Source: an optimization exercise on an open RTL-to-GDS flow (aim: small area, a short achievable clock period and few clock cycles). Production flows keep margins and buffers that such runs may drop. In this exercise RTL edits were held to simulation tests only and were not proved equivalent to the original. Power is estimated from default activity; no workload was simulated.

// kn4_anchor_sum
module kn4_anchor_sum (
    input  wire        clk,
    input  wire        rst,           
    input  wire        in_valid,
    output reg         in_ready,
    input  wire [31:0] in_data,       
    input  wire        in_last,       
    input  wire [15:0] in_rec,        
    input  wire [2:0]  in_rnd,        
    output reg         out_valid,
    input  wire        out_ready,
    output reg  [31:0] out_data,      
    output reg  [3:0]  out_flags,     
    output reg  [8:0]  out_loss,      
    output reg  [47:0] out_sum,       
    output reg  [15:0] out_rec        
);
Size in the first run: roughly 3200 cells after synthesis, ~280 flip-flops, ~170 I/O pins, roughly 23000 µm² of cells after synthesis.
export LEC_CHECK = 0
export ABC_AREA = 1
export CAP_MARGIN = 20
export CORE_MARGIN = 2
export CORE_UTILIZATION = 55
export CTS_CLUSTER_DIAMETER = 100
export CTS_CLUSTER_SIZE = 20
export PLACE_DENSITY = 0.6
export SLEW_MARGIN = 20
create_clock -name core_clock -period 12.0 [get_ports {clk}]
standard.sh (not shown) runs the stock make flow with config.mk's settings and CLKGATE_MAP_FILE= SYNTH_SCRIPT=/design/flow/synth_recipe.tcl, a recipe that flattens the netlist after the stock synthesis.
==> flow/flow/run.sh <==
#!/bin/bash
set -euo pipefail
bash standard.sh SETUP_SLACK_MARGIN=7.3 \
  "BUFFER_PORTS_ARGS=-buffer_cell sky130_fd_sc_hd__buf_1" finish > standard.log 2>&1
The baseline completed without violations.
Testbench counts at the start, summed over its fixed seeds: cycles 18,203.
Edit:
==> flow/flow/run.sh (replaced) <==
#!/bin/bash
set -euo pipefail
bash standard.sh SETUP_SLACK_MARGIN=6.9 \
  "BUFFER_PORTS_ARGS=-buffer_cell sky130_fd_sc_hd__buf_1" finish > standard.log 2>&1
The new run passed the timing, DRC and antenna checks; cell area fell by 3.1%; clock-buffer cell count fell by 1; power fell by 3.3%; die area does not change; sequential share of layout area rose by 1.0 points; worst setup slack is worse by 250 ps; final cell count fell by 0.72%; global-route usage rose by 0.49 points; clock power fell by 5.0%.

* * *

## build 70
Another version of the RTL of kn4_anchor_sum (not shown whole).
Size: about 3,200 cells after synthesis, roughly 280 flip-flops, about 23,000 um^2 of cells after synthesis.
==> flow/config.mk <==
export PLATFORM = sky130hd
export DESIGN_NAME = kn4_anchor_sum
export DESIGN_NICKNAME = kn4_anchor_sum
export VERILOG_FILES = /design/flow/design.v
export SDC_FILE = /design/flow/constraint.sdc
export NUM_CORES = 4
export LEC_CHECK = 0
export ABC_AREA = 1
export CAP_MARGIN = 20
export CORE_MARGIN = 2
export CORE_UTILIZATION = 70
export CTS_CLUSTER_DIAMETER = 100
export CTS_CLUSTER_SIZE = 20
export PLACE_DENSITY = 0.75
export SLEW_MARGIN = 20
==> flow/constraint.sdc <==
create_clock -name core_clock -period 12.0 [get_ports {clk}]
set_input_delay 2.4000 -clock core_clock [delete_from_list [all_inputs] [get_ports {clk}]]
set_output_delay 2.4000 -clock core_clock [all_outputs]
set_load 0.01 [all_outputs]
==> flow/flow/run.sh <==
#!/bin/bash
set -euo pipefail
bash standard.sh SETUP_SLACK_MARGIN=6.9 \
  "BUFFER_PORTS_ARGS=-buffer_cell sky130_fd_sc_hd__buf_1" finish > standard.log 2>&1
Looking at the reports, build 70 completed the entire flow and the layout it produced met the timing, DRC and antenna checks.
Testbench counts of build 70, summed over its fixed seeds: cycles 18,203.
Setup changes, build 70 to build 41
- CORE_UTILIZATION: 70 -> 55
- PLACE_DENSITY: 0.75 -> 0.6
==> flow/flow/run.sh <==
#!/bin/bash
set -euo pipefail
bash standard.sh SETUP_SLACK_MARGIN=7.1 \
  "BUFFER_PORTS_ARGS=-buffer_cell sky130_fd_sc_hd__buf_1" finish > standard.log 2>&1
==> comparison <==
Build 41 vs build 70: final worst-path setup slack up. Between build 41 and build 70, post-route cell area is higher for build 41, build 70 comes in under that. From build 70 to build 41 the numbers moved as follows: global-route usage saw a decrease; clock period minus final worst setup slack saw a decrease; via count saw a decrease; peak per-stage delay on the critical path saw a decrease; floorplan die area saw an increase. Relative to build 70, sequential fraction of design power decreased by 0.6 points in build 41.
Here is what was changed in the inputs of build 43 compared with build 41.
==> flow/flow/run.sh <==
#!/bin/bash
set -euo pipefail
bash standard.sh SETUP_SLACK_MARGIN=7.6 \
  "BUFFER_PORTS_ARGS=-buffer_cell sky130_fd_sc_hd__buf_1" finish > standard.log 2>&1
Results
- Build 41 → build 43: slew at the pin closest to its max-slew limit +0.018 ns; final standard cell count with taps included and fillers excluded +58; met3 wire length +about 4%; total chip power +2.9%; count of non-CTS inverters in the layout ~0 delta.
- Looking at source of the critical timing path, the i_x[2] result is from build 43; the i_x[3] one comes from build 41.
- Taking build 43 as 1.0, build 41 lands at 0.948 on wire length after detailed routing.
### build 43 -> build 8
==> flow/flow/run.sh <==
#!/bin/bash
set -euo pipefail
bash standard.sh SETUP_SLACK_MARGIN=7.9 \
  "BUFFER_PORTS_ARGS=-buffer_cell sky130_fd_sc_hd__buf_1" finish > standard.log 2>&1
==> comparison <==
Per the final summary, build 8 finished and its layout is clean on timing, DRC and antenna. Transition at the pin with the smallest max-transition slack | build 8 below build 43. Summary of build 8 over build 43: maximum clock frequency went up about 4%; initial detailed-routing violation count went down 72. In build 8, the share of total power in sequential cells came out 2.1 points below the value in build 43. On final-layout clock-cell area share, build 43 tracks build 8 almost exactly. Status: final estimated routing congestion in global placement parity (build 8, build 43).
Here is what was changed in the inputs of build 36 compared with build 8.
==> flow/flow/run.sh <==
#!/bin/bash
set -euo pipefail
bash standard.sh SETUP_SLACK_MARGIN=7.3 \
  "BUFFER_PORTS_ARGS=-buffer_cell sky130_fd_sc_hd__buf_1" finish > standard.log 2>&1
[summary]
First-pass GRT wire length for build 36: about 1.3% down relative to build 8
Of build 36 and build 8, the run reporting the higher worst setup slack after layout was build 8.
Worst hold slack improves in build 36 relative to build 8.
Relative to build 8, the number of global-route vias before repair measured on build 36 has decreased slightly.
Build 36 vs build 8, global routing usage on met1 went down by 0.40 points.
Per the comparison of build 36 with build 8, number of multi-input combinational cells roughly the same, arrival time at the worst endpoint higher.
Route | build 36 vs build 8 | wire shorter in build 36
Comparing build 36 and build 8, sequential share of layout area is higher on build 36.
Build 36 vs build 8 on cell area after layout: build 36 is the lower one.
In the reports for build 36 and build 8, the larger wire length on met2 belongs to build 8.
Changes in build 7 relative to build 36:
==> flow/flow/run.sh <==
#!/bin/bash
set -euo pipefail
bash standard.sh SETUP_SLACK_MARGIN=6.9 \
  "BUFFER_PORTS_ARGS=-buffer_cell sky130_fd_sc_hd__buf_1" finish > standard.log 2>&1
### Flow results
Build 36 → build 7: non-clock buffer count went down 17; critical path depth decreased by 18% relative to the old numbers; number of buffers created by CTS closely matched the old numbers. Between build 36 and build 7, the non-clock buffering overhead in the final layout is higher for build 36.

* * *

kn4_anchor_sum, a different RTL version from the one above (not shown whole).
Size in the first run: roughly 330 flip-flops, ~170 I/O pins.
// kn4_anchor_sum
module kn4_anchor_sum (
    input  wire        clk,
    input  wire        rst,           
    input  wire        in_valid,
    output reg         in_ready,
    input  wire [31:0] in_data,       
    input  wire        in_last,       
    input  wire [15:0] in_rec,        
    input  wire [2:0]  in_rnd,        
    output reg         out_valid,
    input  wire        out_ready,
    output reg  [31:0] out_data,      
    output reg  [3:0]  out_flags,     
    output reg  [8:0]  out_loss,      
    output reg  [47:0] out_sum,       
    output reg  [15:0] out_rec        
);
clock: 12.0 ns
lec_check: 0
cap_margin: 20
core_margin: 2
core_utilization: 55
place_density: 0.6
slew_margin: 20
==> flow/flow/run.sh <==
#!/bin/bash
set -euo pipefail
bash standard.sh SETUP_SLACK_MARGIN=6.9 \
  "BUFFER_PORTS_ARGS=-buffer_cell sky130_fd_sc_hd__buf_1" finish > standard.log 2>&1
The starting point passed the timing, DRC and antenna checks.
Testbench counts at the start, summed over its fixed seeds: cycles 18,211.
Rerun with:
--- a/flow/config.mk
+++ b/flow/config.mk
@@ -7,0 +8 @@
+export ABC_AREA = 1
@@ -10,0 +12,2 @@
+export CTS_CLUSTER_DIAMETER = 100
+export CTS_CLUSTER_SIZE = 20
Effect: Via count increases by roughly a tenth. Hold slack gets better by 0.0087 ns. Final area drops by a few percent. Fmax grows by a few percent. Utilization fell by 1.3 points. Power goes down by roughly a tenth.

* * *

Another version of the RTL of kn4_anchor_sum (not shown whole).
Size: about 170 I/O pins.
clock: 12.0 ns
lec_check: 0
abc_area: 1
cap_margin: 20
core_margin: 2
core_utilization: 55
cts_cluster_diameter: 100
cts_cluster_size: 20
place_density: 0.6
slew_margin: 20
Scripts as last shown in full above: flow/flow/run.sh
Testbench counts at the start, summed over its fixed seeds: cycles 18,203.
Change:
==> flow/flow/run.sh (replaced) <==
#!/bin/bash
set -euo pipefail
bash standard.sh SETUP_SLACK_MARGIN=7.3 \
  "BUFFER_PORTS_ARGS=-buffer_cell sky130_fd_sc_hd__buf_1" finish > standard.log 2>&1
Effect:
- The changed run completed with no timing, DRC or antenna violations
- cell count goes up by 1.0%
- non-clock buffer count increases by 39
- combinational power is higher by about 3%
- wire length grows by about 1.6%

==> port drivers added, routing unchanged <==
The flow's constraints put no driver on any port. The routed layouts listed below were extracted and timed again, unchanged, in two steps. Step 1 assumes that a clkbuf_16 drives the clock port and a buf_2 every other input. Step 2 times the ports against the registers' clock, not the clock port: input delays grow and output delays shrink by t, the midpoint of the rising clock arrivals with the driver on. Slacks: ideal / step 1 / step 2; pairs: ideal / step 1.
run | t, ns | slack for setup (ns) | clock arrival spread, ns
the first run of note 1 | 0.587 | 7.402 / 7.402 / 7.005 | 0.038 / 0.038
the second run of note 1 | 0.589 | 7.148 / 7.148 / 6.988 | 0.027 / 0.027
build 70 | 0.573 | 6.914 / 6.914 / 6.851 | 0.022 / 0.022
build 41 | 0.593 | 7.298 / 7.298 / 6.871 | 0.030 / 0.029
build 43 | 0.577 | 7.309 / 7.309 / 7.167 | 0.017 / 0.017
build 8 | 0.568 | 7.482 / 7.482 / 7.304 | 0.033 / 0.033
build 36 | 0.595 | 7.451 / 7.451 / 6.980 | 0.029 / 0.029
build 7 | 0.591 | 7.156 / 7.156 / 6.875 | 0.031 / 0.031
the first run of note 3 | 0.621 | 7.086 / 7.086 / 7.086 | 0.027 / 0.027
the second run of note 3 | 0.625 | 7.190 / 7.190 / 6.998 | 0.026 / 0.025
the first run of note 4 | 0.573 | 7.142 / 7.142 / 6.903 | 0.018 / 0.019
the second run of note 4 | 0.572 | 7.369 / 7.369 / 7.048 | 0.017 / 0.018
After both steps every run listed still meets setup and hold. The setup slack of build 36, which loses most, moves by 0.000 ns with the drivers and by -0.471 ns with both steps.
